Context: an optimization exercise on an open-source flow, tuned for small area, a short achievable clock period and few clock cycles per item. The choices shown serve that exercise and are no tape-out recipe.
Only simulation tests tie the RTL to the original design; equivalence was not proved.

==> flow/design.v, too long to show whole: its modules and the start of the top module <==
// module fpu: 366 lines
// module fpu_mtree: 2629 lines
module fpu (
    input  wire        clk,
    input  wire        rst,
    input  wire        in_valid,
    output wire        in_ready,
    input  wire [2:0]  in_op,
    input  wire [1:0]  in_rm,
    input  wire [63:0] in_a,
    input  wire [63:0] in_b,
    output reg         out_valid,
    output reg         out_dispatch,
    output reg  [7:0]  out_tag,
    output reg  [63:0] out_data
);
  // ...
==> flow/run.sh <==
#!/bin/bash
# synth_recipe.tcl (not shown) runs the flow's synth.tcl, then flattens the netlist and writes it again
# the make line also repeats each setting of config.mk as NAME=value (left out here)
make -C /OpenROAD-flow-scripts/flow DESIGN_CONFIG=/design/flow/config.mk WORK_HOME=/design/flow/orfs CLKGATE_MAP_FILE= SYNTH_SCRIPT=/design/flow/synth_recipe.tcl finish
==> flow/config.mk <==
export PLATFORM = sky130hd
export DESIGN_NAME = fpu
export DESIGN_NICKNAME = fpu
export VERILOG_FILES = /design/flow/design.v
export SDC_FILE = /design/flow/constraint.sdc
export NUM_CORES = 8
export LEC_CHECK = 0
export ABC_CLOCK_PERIOD_IN_PS = 20000
export CAP_MARGIN = 20
export CORE_MARGIN = 2
export CORE_UTILIZATION = 40
export SETUP_SLACK_MARGIN = 0.5
export SLEW_MARGIN = 20
==> flow/constraint.sdc <==
create_clock -name core_clock -period 30.0 [get_ports {clk}]
set_input_delay 6.0000 -clock core_clock [delete_from_list [all_inputs] [get_ports {clk}]]
set_output_delay 6.0000 -clock core_clock [all_outputs]
set_load 0.01 [all_outputs]
==> results.json, run 1 <==
{
  "status": "complete, no violations",
  "fp-row-count": 167,
  "io_buffer_count": 204,
  "synth_mux_area_share_pct": 7.471,
  "cp_num_buf_inv": 1,
  "die_w_um": 460.3,
  "hold_path_end": "s2_e[2]$_DFF_P_",
  "tns_ns": 0,
  "hp-class": "reg2reg",
  "seq_area_sq_um": 17760,
  "finalCriticalPeriod_ns": 7.690,
  "synth_common_cells": "inv_1, nand2_1, fa_1, a22oi_1, dfxtp_1",
  "max_freq_mhz": 130.0,
  "areaGrowthSynthToFinish_pct": 8.945,
  "cp_cell_sequence": "clkdlybuf4s50_1",
  "hold_buffers": 0,
  "grt_pass1_vias": 73605,
  "layout_commonest_cell": "inv_1",
  "nNonClkInverters": 947,
  "synth_area_leaders": "fa_1, dfxtp_1, a22oi_1, xnor2_1, edfxtp_1",
  "synth_cell_types": 119,
  "grt_pass1_wl_mm": 515.4,
  "ys.flop_type": "dfxtp_1",
  "viasPerCell": 6.226,
  "stdcell_count": 11981,
  "rrSetupSlack_ns": 22.56,
  "fillers": 20163,
  "grt_use_total_pct": 32.99,
  "multi_input_area_sq_um": 59110,
  "yosys.area_share.simple_pct": 12.28,
  "post_cts_buffers": 0,
  "maxCapViolCount": 0,
  "cts_tree": "built",
  "min_from": "s1_e[2]$_DFF_P_"
}
Testbench counts, summed over its fixed seeds: cycles 8,752, ops 8,000.
==> module fpu, before the edit <==
module fpu (
    input  wire        clk,
    input  wire        rst,
    input  wire        in_valid,
    output wire        in_ready,
    input  wire [2:0]  in_op,
    input  wire [1:0]  in_rm,
    input  wire [63:0] in_a,
    input  wire [63:0] in_b,
    output reg         out_valid,
    output reg         out_dispatch,
    output reg  [7:0]  out_tag,
    output reg  [63:0] out_data
);
    localparam [2:0] OP_ADD = 3'd0, OP_SUB = 3'd1, OP_MUL = 3'd2, OP_NEG = 3'd3,
                     OP_LT = 3'd4, OP_LE = 3'd5, OP_EQ = 3'd6, OP_CMP = 3'd7;
    localparam [1:0] RNE = 2'd0, RTZ = 2'd1, RUP = 2'd2, RDN = 2'd3;
    reg        rdy;
    reg        s0_v;
    reg [2:0]  s0_op;
    reg [1:0]  s0_rm;
    reg [63:0] s0_a, s0_b;
    reg        s0_ah, s0_bh;      
    reg [6:0]  s0_k;              
    reg        s0_rare;
    reg        rare;              
    assign in_ready = rdy;
    wire        sa = s0_a[63];
    wire        sb_raw = s0_b[63];
    wire        is_sub = (s0_op == OP_SUB);
    wire        is_mul = (s0_op == OP_MUL);
    wire        is_add = (s0_op == OP_ADD) || is_sub;
    wire        sb = is_sub ? ~sb_raw : sb_raw;
    wire [10:0] ea_f = s0_a[62:52];
    wire [10:0] eb_f = s0_b[62:52];
    wire        a_fz = (s0_a[51:0] == 52'd0);
    wire        b_fz = (s0_b[51:0] == 52'd0);
    wire        a_e1 = (ea_f == 11'h7FF);
    wire        b_e1 = (eb_f == 11'h7FF);
    wire        a_e0 = (ea_f == 11'd0);
    wire        b_e0 = (eb_f == 11'd0);
    wire        a_nan = a_e1 && !a_fz;
    wire        b_nan = b_e1 && !b_fz;
    wire        a_inf = a_e1 && a_fz;
    wire        b_inf = b_e1 && b_fz;
    wire        a_zero = a_e0 && a_fz && !s0_ah;
    wire        b_zero = b_e0 && b_fz && !s0_bh;
    wire [52:0] ma = {!a_e0 || s0_ah, s0_a[51:0]};
    wire [52:0] mb = {!b_e0 || s0_bh, s0_b[51:0]};
    wire [10:0] ea = a_e0 ? 11'd1 : ea_f;
    wire [10:0] eb = b_e0 ? 11'd1 : eb_f;
    wire        mag_lt = s0_a[62:0] < s0_b[62:0];
    wire        mag_eq = s0_a[62:0] == s0_b[62:0];
    wire        both_zero = a_zero && b_zero;
    wire        c_eq = both_zero || (mag_eq && (sa == sb_raw));
    wire        c_lt = !both_zero && (
                         (sa && !sb_raw) ||
                         (!sa && !sb_raw && mag_lt) ||
                         (sa && sb_raw && !mag_lt && !mag_eq));
    wire        unordered = a_nan || b_nan;
    reg         pt;
    reg  [63:0] pv;
    reg  [1:0]  tag;
    reg         disp;
    wire        sm = sa ^ sb_raw;
    always @(*) begin
        pt = 1'b1;
        pv = 64'd0;
        tag = 2'd1;
        disp = 1'b0;
        case (s0_op)
        OP_ADD, OP_SUB, OP_MUL: begin
            if (a_nan)
                pv = s0_a | 64'h0008_0000_0000_0000;
            else if (b_nan)
                pv = s0_b | 64'h0008_0000_0000_0000;
            else if (is_mul) begin
                if (a_inf || b_inf)
                    pv = (a_zero || b_zero) ? 64'h7FF8_0000_0000_0000
                                            : {sm, 11'h7FF, 52'd0};
                else if (a_zero || b_zero)
                    pv = {sm, 63'd0};
                else
                    pt = 1'b0;
            end else begin
                if (a_inf && b_inf)
                    pv = (sa == sb) ? {sa, 11'h7FF, 52'd0} : 64'h7FF8_0000_0000_0000;
                else if (a_inf)
                    pv = s0_a;
                else if (b_inf)
                    pv = {sb, s0_b[62:0]};
                else
                    pt = 1'b0;
            end
        end
        OP_NEG: pv = {~sa, s0_a[62:0]};
        OP_LT, OP_LE, OP_EQ: begin
            tag = 2'd3;
            if (unordered)
                pv = 64'd2;
            else if (s0_op == OP_LT)
                pv = c_lt ? 64'd1 : 64'd2;
            else if (s0_op == OP_LE)
                pv = (c_lt || c_eq) ? 64'd1 : 64'd2;
            else
                pv = c_eq ? 64'd1 : 64'd2;
        end
        default: begin
            tag = 2'd0;
            if (unordered)
                disp = 1'b1;
            else
                pv = c_lt ? 64'hFFFF_FFFF_FFFF_FFFF : (c_eq ? 64'd0 : 64'd1);
        end
        endcase
    end
    wire        swap = is_add && mag_lt;
    wire [52:0] hi_m = swap ? mb : ma;
    wire [52:0] lo_m = swap ? ma : mb;
    wire [10:0] e_hi = swap ? eb : ea;
    wire [10:0] d_ab = ea - eb;
    wire [10:0] d_ba = eb - ea;
    wire [5:0]  sh_ab = (d_ab[10:6] != 5'd0) ? 6'd63 : d_ab[5:0];
    wire [5:0]  sh_ba = (d_ba[10:6] != 5'd0) ? 6'd63 : d_ba[5:0];
    wire [5:0]  ash = swap ? sh_ba : sh_ab;
    wire        s_hi = swap ? sb : sa;
    wire        esub = sa ^ sb;
    wire [12:0] e_mul = {2'b00, ea} + {2'b00, eb} - 13'd1023 - {6'd0, s0_k};
    wire        a_nrm = a_e0 && !a_fz && !s0_ah;
    wire        b_nrm = b_e0 && !b_fz && !s0_bh;
    wire        s0_norm = s0_v && is_mul && !pt && (a_nrm || b_nrm);
    reg        s1_v;
    reg        s1_mul;            
    reg        s1_pt;
    reg        s1_rare;
    reg [52:0] s1_hi, s1_lo;
    reg [12:0] s1_e;
    reg [5:0]  s1_sh;
    reg        s1_sub;
    reg        s1_s, s1_zs;
    reg [1:0]  s1_rm;
    reg [1:0]  s1_tag;
    reg        s1_disp;
    reg [54:0] acc0, acc1;        
    reg        acc_c, acc_st;     
    reg        p2;                
    reg [52:0] mxr;               
    reg [26:0] myr;               
    wire [81:0] mr0, mr1;
    fpu_mtree u_mtree (.x(mxr), .yy(myr), .a0(acc0), .a1(acc1), .cin(acc_c),
                       .p2(p2), .r0(mr0), .r1(mr1));
    wire [27:0] p1_lo = {1'b0, mr0[26:0]} + {1'b0, mr1[26:0]};
    wire [26:0] p1_z;
    genvar gi;
    generate
        for (gi = 0; gi < 27; gi = gi + 1) begin : g_p1z
            if (gi == 0) begin : g0
                assign p1_z[gi] = mr0[0] ^ mr1[0];
            end else begin : gn
                assign p1_z[gi] = (mr0[gi] ^ mr1[gi]) ^ (mr0[gi-1] | mr1[gi-1]);
            end
        end
    endgenerate
    wire s0_mulop = s0_v && is_mul;
    wire s0_mv = s0_v && !(s0_mulop && p2) && !s0_norm;
    wire mv_mul = s0_mv && is_mul;
    wire s0_ld = !s0_v || s0_mv;
    wire acc = in_valid && rdy;
    wire rare_in = (in_op == OP_MUL) && ((in_a[62:61] == 2'b00) || (in_b[62:61] == 2'b00));
    reg        s3_v;
    reg        s3_pt;
    reg        s3_rare;
    reg [56:0] s3_sum;
    reg [5:0]  s3_lz;
    reg        s3_st, s3_zero;
    reg [12:0] s3_e;
    reg        s3_s, s3_zs;
    reg [1:0]  s3_rm;
    reg [1:0]  s3_tag;
    reg        s3_disp;
    wire       s3_iter = s3_v && s3_e[12];
    wire       s3_out = s3_v && !s3_iter;
    wire rare_nx = rare ? !(s3_out && s3_rare) : (acc && rare_in);
    always @(posedge clk) begin
        if (rst) begin
            rdy  <= 1'b1;
            s0_v <= 1'b0;
            rare <= 1'b0;
        end else begin
            rare <= rare_nx;
            rdy  <= !rare_nx && !(acc && in_op == OP_MUL && mv_mul);
            s0_v <= rdy ? in_valid : (s0_v && !s0_mv);
        end
        if (s0_ld) begin
            s0_op   <= in_op;
            s0_rm   <= in_rm;
            s0_a    <= in_a;
            s0_b    <= in_b;
            s0_ah   <= 1'b0;
            s0_bh   <= 1'b0;
            s0_k    <= 7'd0;
            s0_rare <= rare_in;
        end else if (s0_norm) begin
            if (a_nrm)
                {s0_ah, s0_a[51:0]} <= {s0_a[51:0], 1'b0};
            if (b_nrm)
                {s0_bh, s0_b[51:0]} <= {s0_b[51:0], 1'b0};
            s0_k <= s0_k + {6'd0, a_nrm} + {6'd0, b_nrm};
        end
        if (mv_mul) begin
            mxr <= ma;
            myr <= {1'b0, mb[52:27]};
        end else if (s0_ld) begin
            mxr <= {in_a[62:52] != 11'd0, in_a[51:0]};
            myr <= in_b[26:0];
        end else if (s0_norm) begin
            mxr <= a_nrm ? {s0_a[51:0], 1'b0} : ma;
            myr <= b_nrm ? {s0_b[25:0], 1'b0} : s0_b[26:0];
        end else begin
            mxr <= ma;
            myr <= s0_b[26:0];
        end
    end
    always @(posedge clk) begin
        if (rst)
            s1_v <= 1'b0;
        else
            s1_v <= s0_mv;
        s1_mul   <= is_mul && !pt;
        s1_pt    <= pt;
        s1_rare  <= s0_rare;
        s1_hi    <= pt ? {1'b0, pv[51:0]} : hi_m;
        s1_lo    <= pt ? 53'd0 : lo_m;
        s1_e     <= pt ? {2'b00, pv[62:52]} : (is_mul ? e_mul : {2'b00, e_hi});
        s1_sh    <= (pt || is_mul) ? 6'd0 : ash;
        s1_sub   <= !pt && is_add && esub;
        s1_s     <= pt ? pv[63] : (is_mul ? sm : s_hi);
        s1_zs    <= esub ? (s0_rm == RDN) : sa;
        s1_rm    <= s0_rm;
        s1_tag   <= tag;
        s1_disp  <= disp;
        p2       <= mv_mul;
        acc0     <= mv_mul ? mr0[81:27] : 55'd0;
        acc1     <= mv_mul ? mr1[81:27] : 55'd0;
        acc_c    <= mv_mul && p1_lo[27];
        acc_st   <= (p1_z != 27'd0);
    end
    wire [55:0] lo_ext = {s1_lo, 3'b000};
    wire [55:0] lo_sh  = lo_ext >> s1_sh;
    wire [55:0] lo_msk = ~({56{1'b1}} << s1_sh);
    wire        lo_st  = (lo_ext & lo_msk) != 56'd0;
    wire [56:0] lo_al  = {1'b0, lo_sh[55:1], lo_sh[0] | lo_st};
    wire [79:0] ax = {1'b0, 1'b0, s1_hi, 3'b000, {22{s1_sub}}};
    wire [79:0] ay = {1'b0, s1_sub ? ~lo_al : lo_al, 21'd0, s1_sub};
    reg        s2_v;
    reg        s2_pt;
    reg        s2_rare;
    reg [79:0] s2_x, s2_y;
    reg        s2_stm;
    reg [12:0] s2_e;
    reg        s2_s, s2_zs;
    reg [1:0]  s2_rm;
    reg [1:0]  s2_tag;
    reg        s2_disp;
    always @(posedge clk) begin
        if (rst)
            s2_v <= 1'b0;
        else
            s2_v <= s1_v;
        s2_pt   <= s1_pt;
        s2_rare <= s1_rare;
        s2_x    <= s1_mul ? mr0[79:0] : ax;
        s2_y    <= s1_mul ? mr1[79:0] : ay;
        s2_stm  <= s1_mul && acc_st;
        s2_e    <= s1_e;
        s2_s    <= s1_s;
        s2_zs   <= s1_zs;
        s2_rm   <= s1_rm;
        s2_tag  <= s1_tag;
        s2_disp <= s1_disp;
    end
    wire [79:0] csum = s2_x + s2_y;
    wire [56:0] sum = csum[78:22];
    wire        c_st = (csum[21:0] != 22'd0) || s2_stm;
    wire [56:0] lim = (s2_e[12:6] == 7'd0) ? ({1'b1, 56'd0} >> s2_e[5:0]) : 57'd0;
    wire [56:0] lz_in = sum | lim;
    reg  [5:0]  lz;
    integer     li;
    always @(*) begin
        lz = 6'd57;
        for (li = 0; li < 57; li = li + 1)
            if (lz_in[li]) lz = 56 - li;
    end
    always @(posedge clk) begin
        if (rst)
            s3_v <= 1'b0;
        else if (!s3_iter)
            s3_v <= s2_v;
        if (s3_iter) begin
            if (s3_e[12:6] != 7'h7F) begin
                s3_sum <= 57'd0;
                s3_st  <= s3_st || (s3_sum != 57'd0);
                s3_e   <= 13'd0;
            end else begin
                s3_sum <= {1'b0, s3_sum[56:1]};
                s3_st  <= s3_st || s3_sum[0];
                s3_e   <= s3_e + 13'd1;
            end
        end else begin
            s3_pt   <= s2_pt;
            s3_rare <= s2_rare;
            s3_sum  <= sum;
            s3_lz   <= s2_e[12] ? 6'd0 : lz;
            s3_st   <= c_st;
            s3_zero <= (sum == 57'd0) && !c_st;
            s3_e    <= s2_e;
            s3_s    <= s2_s;
            s3_zs   <= s2_zs;
            s3_rm   <= s2_rm;
            s3_tag  <= s2_tag;
            s3_disp <= s2_disp;
        end
    end
    wire [56:0] nrm = s3_sum << s3_lz;
    wire        rb  = nrm[3];
    wire        stk = (nrm[2:0] != 3'd0) || s3_st;
    reg         up;
    always @(*) begin
        case (s3_rm)
            RNE: up = rb && (stk || nrm[4]);
            RTZ: up = 1'b0;
            RUP: up = (rb || stk) && !s3_s;
            default: up = (rb || stk) && s3_s;
        endcase
    end
    wire [51:0] frc = nrm[55:4] + {51'd0, up};
    wire        cup = up && (nrm[55:4] == {52{1'b1}});
    wire [12:0] s3_f = s3_e - {7'd0, s3_lz};
    wire [12:0] f0 = s3_f + {12'd0, nrm[56]};
    wire [12:0] f1 = s3_f + {12'd0, nrm[56]} + 13'd1;
    wire        ovf0 = !f0[12] && (f0[11:0] >= 12'h7FF);
    wire        ovf1 = !f1[12] && (f1[11:0] >= 12'h7FF);
    wire [12:0] fld = cup ? f1 : f0;
    wire        ovf = cup ? ovf1 : ovf0;
    wire        ovf_inf = (s3_rm == RNE) || (s3_rm == RUP && !s3_s) || (s3_rm == RDN && s3_s);
    reg  [63:0] res;
    always @(*) begin
        if (s3_pt)
            res = {s3_s, s3_e[10:0], s3_sum[54:3]};
        else if (s3_zero)
            res = {s3_zs, 63'd0};
        else if (ovf)
            res = ovf_inf ? {s3_s, 11'h7FF, 52'd0} : {s3_s, 11'h7FE, {52{1'b1}}};
        else
            res = {s3_s, fld[10:0], frc};
    end
    always @(posedge clk) begin
        if (rst)
            out_valid <= 1'b0;
        else
            out_valid <= s3_out;
        out_dispatch <= s3_disp;
        out_tag      <= {6'd0, s3_tag};
        out_data     <= res;
    end
endmodule
==> inputs of run 2 (changes only) <==
--- a/flow/design.v
+++ b/flow/design.v
@@ -126,6 +126,18 @@
     wire        s_hi = swap ? sb : sa;
     wire        esub = sa ^ sb;
     wire [12:0] e_mul = {2'b00, ea} + {2'b00, eb} - 13'd1023 - {6'd0, s0_k};
+    reg  [5:0]  tza, tzb;
+    integer     ti;
+    always @(*) begin
+        tza = 6'd53;
+        tzb = 6'd53;
+        for (ti = 52; ti >= 0; ti = ti - 1) begin
+            if (ma[ti]) tza = ti;
+            if (mb[ti]) tzb = ti;
+        end
+    end
+    wire [6:0]  tzs = {1'b0, tza} + {1'b0, tzb};
+    wire        mst = (tzs < 7'd49);
     wire        a_nrm = a_e0 && !a_fz && !s0_ah;
     wire        b_nrm = b_e0 && !b_fz && !s0_bh;
     wire        s0_norm = s0_v && is_mul && !pt && (a_nrm || b_nrm);
@@ -142,7 +154,8 @@
     reg [1:0]  s1_tag;
     reg        s1_disp;
     reg [54:0] acc0, acc1;        
-    reg        acc_c, acc_st;     
+    reg        acc_c;             
+    reg        s1_stm;            
     reg        p2;                
     reg [52:0] mxr;               
     reg [26:0] myr;               
@@ -150,17 +163,7 @@
     fpu_mtree u_mtree (.x(mxr), .yy(myr), .a0(acc0), .a1(acc1), .cin(acc_c),
                        .p2(p2), .r0(mr0), .r1(mr1));
     wire [27:0] p1_lo = {1'b0, mr0[26:0]} + {1'b0, mr1[26:0]};
-    wire [26:0] p1_z;
     genvar gi;
-    generate
-        for (gi = 0; gi < 27; gi = gi + 1) begin : g_p1z
-            if (gi == 0) begin : g0
-                assign p1_z[gi] = mr0[0] ^ mr1[0];
-            end else begin : gn
-                assign p1_z[gi] = (mr0[gi] ^ mr1[gi]) ^ (mr0[gi-1] | mr1[gi-1]);
-            end
-        end
-    endgenerate
     wire s0_mulop = s0_v && is_mul;
     wire s0_mv = s0_v && !(s0_mulop && p2) && !s0_norm;
     wire mv_mul = s0_mv && is_mul;
@@ -173,7 +176,7 @@
     reg [56:0] s3_sum;
     reg [5:0]  s3_lz;
     reg        s3_st, s3_zero;
-    reg [12:0] s3_e;
+    reg [12:0] s3_e;              
     reg        s3_s, s3_zs;
     reg [1:0]  s3_rm;
     reg [1:0]  s3_tag;
@@ -243,19 +246,21 @@
         acc0     <= mv_mul ? mr0[81:27] : 55'd0;
         acc1     <= mv_mul ? mr1[81:27] : 55'd0;
         acc_c    <= mv_mul && p1_lo[27];
-        acc_st   <= (p1_z != 27'd0);
+        s1_stm   <= mst;
     end
     wire [55:0] lo_ext = {s1_lo, 3'b000};
     wire [55:0] lo_sh  = lo_ext >> s1_sh;
     wire [55:0] lo_msk = ~({56{1'b1}} << s1_sh);
     wire        lo_st  = (lo_ext & lo_msk) != 56'd0;
     wire [56:0] lo_al  = {1'b0, lo_sh[55:1], lo_sh[0] | lo_st};
-    wire [79:0] ax = {1'b0, 1'b0, s1_hi, 3'b000, {22{s1_sub}}};
-    wire [79:0] ay = {1'b0, s1_sub ? ~lo_al : lo_al, 21'd0, s1_sub};
+    wire [56:0] ax = {1'b0, s1_hi, 3'b000};
+    wire [56:0] ay = s1_sub ? ~lo_al : lo_al;
+    wire [22:0] t_lo = {1'b0, mr0[21:0]} + {1'b0, mr1[21:0]};
     reg        s2_v;
     reg        s2_pt;
     reg        s2_rare;
-    reg [79:0] s2_x, s2_y;
+    reg [56:0] s2_x, s2_y;
+    reg        s2_ci;
     reg        s2_stm;
     reg [12:0] s2_e;
     reg        s2_s, s2_zs;
@@ -269,9 +274,10 @@
             s2_v <= s1_v;
         s2_pt   <= s1_pt;
         s2_rare <= s1_rare;
-        s2_x    <= s1_mul ? mr0[79:0] : ax;
-        s2_y    <= s1_mul ? mr1[79:0] : ay;
-        s2_stm  <= s1_mul && acc_st;
+        s2_x    <= s1_mul ? mr0[78:22] : ax;
+        s2_y    <= s1_mul ? mr1[78:22] : ay;
+        s2_ci   <= s1_mul ? t_lo[22] : s1_sub;
+        s2_stm  <= s1_mul && s1_stm;
         s2_e    <= s1_e;
         s2_s    <= s1_s;
         s2_zs   <= s1_zs;
@@ -279,9 +285,8 @@
         s2_tag  <= s1_tag;
         s2_disp <= s1_disp;
     end
-    wire [79:0] csum = s2_x + s2_y;
-    wire [56:0] sum = csum[78:22];
-    wire        c_st = (csum[21:0] != 22'd0) || s2_stm;
+    wire [56:0] sum = s2_x + s2_y + {56'd0, s2_ci};
+    wire        c_st = s2_stm;
     wire [56:0] lim = (s2_e[12:6] == 7'd0) ? ({1'b1, 56'd0} >> s2_e[5:0]) : 57'd0;
     wire [56:0] lz_in = sum | lim;
     reg  [5:0]  lz;
@@ -291,6 +296,7 @@
         for (li = 0; li < 57; li = li + 1)
             if (lz_in[li]) lz = 56 - li;
     end
+    wire [5:0]  lzc = (s2_e[12] || s2_pt) ? 6'd0 : lz;
     always @(posedge clk) begin
         if (rst)
             s3_v <= 1'b0;
@@ -309,11 +315,11 @@
         end else begin
             s3_pt   <= s2_pt;
             s3_rare <= s2_rare;
-            s3_sum  <= sum;
-            s3_lz   <= s2_e[12] ? 6'd0 : lz;
+            s3_sum  <= sum << {lzc[5:3], 3'b000};
+            s3_lz   <= lzc;
             s3_st   <= c_st;
             s3_zero <= (sum == 57'd0) && !c_st;
-            s3_e    <= s2_e;
+            s3_e    <= s2_e - {7'd0, lzc};
             s3_s    <= s2_s;
             s3_zs   <= s2_zs;
             s3_rm   <= s2_rm;
@@ -321,7 +327,7 @@
             s3_disp <= s2_disp;
         end
     end
-    wire [56:0] nrm = s3_sum << s3_lz;
+    wire [56:0] nrm = s3_sum << s3_lz[2:0];
     wire        rb  = nrm[3];
     wire        stk = (nrm[2:0] != 3'd0) || s3_st;
     reg         up;
@@ -333,15 +339,13 @@
             default: up = (rb || stk) && s3_s;
         endcase
     end
-    wire [51:0] frc = nrm[55:4] + {51'd0, up};
-    wire        cup = up && (nrm[55:4] == {52{1'b1}});
-    wire [12:0] s3_f = s3_e - {7'd0, s3_lz};
-    wire [12:0] f0 = s3_f + {12'd0, nrm[56]};
-    wire [12:0] f1 = s3_f + {12'd0, nrm[56]} + 13'd1;
-    wire        ovf0 = !f0[12] && (f0[11:0] >= 12'h7FF);
-    wire        ovf1 = !f1[12] && (f1[11:0] >= 12'h7FF);
-    wire [12:0] fld = cup ? f1 : f0;
-    wire        ovf = cup ? ovf1 : ovf0;
+    wire [52:0] frc = {1'b0, nrm[55:4]} + {52'd0, up};
+    wire        cup = frc[52];
+    wire [10:0] fe0 = s3_e[10:0];
+    wire [10:0] fe1 = s3_e[10:0] + 11'd1;
+    wire [10:0] fe2 = s3_e[10:0] + 11'd2;
+    wire [10:0] fld = (nrm[56] && cup) ? fe2 : ((nrm[56] || cup) ? fe1 : fe0);
+    wire        ovf = !s3_e[12] && (s3_e[11:0] >= 12'd2046);
     wire        ovf_inf = (s3_rm == RNE) || (s3_rm == RUP && !s3_s) || (s3_rm == RDN && s3_s);
     reg  [63:0] res;
     always @(*) begin
@@ -352,7 +356,7 @@
         else if (ovf)
             res = ovf_inf ? {s3_s, 11'h7FF, 52'd0} : {s3_s, 11'h7FE, {52{1'b1}}};
         else
-            res = {s3_s, fld[10:0], frc};
+            res = {s3_s, fld, frc[51:0]};
     end
     always @(posedge clk) begin
         if (rst)
==> run 2 against run 1 <==
Critical endpoint unchanged. Still clean on timing, DRC and antenna. Global-route usage increased by 0.48 points. Fmax about the same. Critical path type unchanged.
==> results.json, run 2 <==
{
  "max_freq_mhz": 130.1,
  "path_max_fanout": 4,
  "rrSetupSlack_ns": 22.48,
  "slowest_stage": "clkdlybuf4s50_1",
  "drt_iter0_markers": 9551,
  "synth_top_family_by_area": "adder cells",
  "min_from": "s1_rm[0]$_DFF_P_",
  "met3_usage_pct": 9.526,
  "place.gp.congestion": 1.006,
  "synth-edff-count": 147,
  "hpwl_mm": 251.1,
  "io_buffer_count": 204,
  "cts_resized": 0,
  "cts_tree": "built",
  "design_area_sq_um": 87600,
  "grt_use_total_pct": 33.47,
  "final_cell_mix": "nand2_1, inv_1, fa_1",
  "io-pin-count": 211,
  "hold-worst-slack_ns": 0.3244,
  "synth_cell_types": 120,
  "r2r_cells": 18,
  "maxCapViolCount": 0,
  "tns_ns": 0,
  "viasPerCell": 6.255,
  "grt_most_used_layer": "met2",
  "core_area_sq_um": 199200,
  "post_cts_buffers": 0,
  "synth.avg_cell_area_sq_um": 8.602,
  "setup_viol": 0,
  "worstMarginPinSlew_ns": 1.292,
  "path_clk_slew_ns": 0.06,
  "areaGrowthSynthToFinish_pct": 9.405,
  "antenna_found_initial": 33,
  "numClockSinks": 765,
  "yosysTopAreaCell": "fa_1",
  "synth_common_cells": "nand2_1, inv_1, fa_1, a22oi_1, clkbuf_1",
  "worst_slack_ns": 22.32,
  "use_met1_pct": 43.05,
  "netlist_area_sq_um": 80070,
  "drive_gt1_share_pct": 8.068,
  "clockRootBuffer": "clkbuf_16",
  "seq_area_sq_um": 16820,
  "synth_top_area_share_pct": 19.30,
  "grt_pass1_vias": 72911,
  "ys_seq_elements": 765,
  "crit_family": "buffers and inverters",
  "rsz0062_at_grt": "false",
  "multi_input_area_sq_um": 56890,
  "fin_nets": 10178,
  "grt_overflow": 0,
  "finalCriticalPeriod_ns": 7.685,
  "grt_max_degree": 139,
  "cp_num_buf_inv": 1,
  "cpPeakStageDelay_ns": 0.56,
  "layout_commonest_cell": "nand2_1",
  "post-route-drc-count": 0,
  "async_flop_share_pct": 0,
  "hold_buffers": 0,
  "rr_endpoint": "s0_a[17]$_DFFE_PP_",
  "slew_headroom_pct": 12.93,
  "cp_cell_sequence": "clkdlybuf4s50_1",
  "synth_mux_area_share_pct": 5.654,
  "cp.required_ns": 24.00,
  "end_kind": "output port",
  "postRouteAntennaNets": 0,
  "synth_area_leaders": "fa_1, dfxtp_1, a22oi_1, xnor2_1, edfxtp_1",
  "status": "complete, no violations",
  "synthAdderAreaFrac_pct": 23.68,
  "dpl_worst_slack_ns": 22.42,
  "fin_skew_ns": 0.07127,
  "ys.flop_type": "dfxtp_1",
  "fillers": 19463,
  "r2r_start": "s0_a[24]$_DFFE_PP_",
  "period_share_pct": 25.62,
  "holdPathStages": 0,
  "slew_violations": 0,
  "netlist_instances": 9308,
  "use_met2_pct": 49.22,
  "final_util_pct": 43.97,
  "placed_area_sq_um": 84220,
  "insertion_delay_ns": 0.79,
  "synth_most_common_cell": "nand2_1",
  "yosys.area_share.simple_pct": 13.05,
  "drt-total-wl_mm": 350.4,
  "synth-xor-area-share_pct": 9.735,
  "fp-row-count": 164,
  "ys_seq_area_share_pct": 20.96,
  "reg_top3": "out_data x64, s0_a x64, s0_b x64",
  "hp-class": "reg2reg",
  "final-hold-violation-count": 0,
  "die_area_sq_um": 203800,
  "clockBufferDepth": 3,
  "criticalPathCategory": "reg2out",
  "wire_per_inst_um": 29.80,
  "cts_buffers": 94,
  "fp.dieH_um": 451.4,
  "vias": 73543,
  "hold_path_end": "s2_rm[0]$_DFF_P_",
  "yosysWarnings": 1,
  "die_w_um": 451.4,
  "h-tree-depth": 3,
  "crit_path_start_kind": "register",
  "synth_compound_gate_area_share_pct": 18.44,
  "grt_pass1_wl_mm": 504.8,
  "crit_arrival_ns": 1.68,
  "drt-pass1-iter-count": 11,
  "floorplan.initialDensity_pct": 40.19
}
## run 2: changes by cell type after synthesis, sizes merged, moves of 45 or more
cell    before   now
a21oi      336   437
ha         338   277
clkbuf     618   663
nand3       82   147
mux2i      233   162
a22oi      724   663
o31a        56     5
xor2       287   376
nor2       532   427
nand2      856  1054
xnor2      604   514
nor3        96   154
## run 2: cell type report
| cell class | instances | area share, % |
|---|---|---|
| clock buffers | 134 | 3.099 |
| multi-input cells | 6793 | 64.94 |
| repair buffers | 431 | 4.305 |
| well taps | 2656 | 3.794 |
| inverters | 908 | 3.901 |
| diodes | 29 | 0.08284 |
| flip-flops and latches | 765 | 19.20 |
| clock inverters | 42 | 0.6699 |
## run 2: logic make-up after synthesis
family	after synthesis
AO/OA/AOI/OAI	2200
XOR/XNOR	890
adder cells (fa/ha/maj)	1053
buffers and inverters	1755
flip-flops	765
multiplexers	355
other	1
AND/OR/NAND/NOR	2289
## run 2: how the worst max path moves through the flow
stage | start | to | cells past startpoint
after floorplan | in_op[0] | rdy$_SDFF_PP1_ | 5
final | rdy$_SDFF_PP1_ | in_ready | 1
after CTS | rdy$_SDFF_PP1_ | in_ready | 1
after global routing | s0_a[24]$_DFFE_PP_ | myr[5]$_DFF_P_ | 20
after detailed placement | in_a[61] | mxr[52]$_DFF_P_ | 5
after global placement | in_a[61] | mxr[52]$_DFF_P_ | 5
## run 2: routing by layer
metal  part of all wire, %  wire [um]
met4                   7.6      26740
met5                 0.069        241
met2                    42     146900
met3                    12      41280
met1                    39     135200
## run 2: metrics by stage
stage                     instances
after floorplan                9313
after global placement        11553
after detailed placement      11553
after CTS                     11729
after global routing          11737
final                         11758
Testbench counts of run 2, summed over its fixed seeds: cycles 8,752, ops 8,000.

-- separate check: timing with driven ports --
No port has a modelled driver above. Below, the same layouts with a new extraction and two added sets of constraints. Step 1: set_driving_cell puts a clkbuf_16 on clk and a buf_2 on each other input, an assumption about the parent block. Step 2 times the ports against the registers' clock, not the clock port: input delays grow and output delays shrink by t, the midpoint of the rising clock arrivals with the driver on. Slacks: no drivers / after step 1 / after step 2; pairs: no drivers / after step 1.
run	t (ns)	slack for setup (ns)	slew at the worst register clock pin (ns)	cell pins on the clock port's net
run 1	0.831	22.310 / 22.218 / 22.294	0.08 / 0.08	1
run 2	0.847	22.315 / 22.221 / 22.415	0.07 / 0.07	1
After both steps setup and hold are still met in every run listed. The setup slack of run 1, which loses most, moves by -0.092 ns with the drivers and by -0.016 ns with both steps.
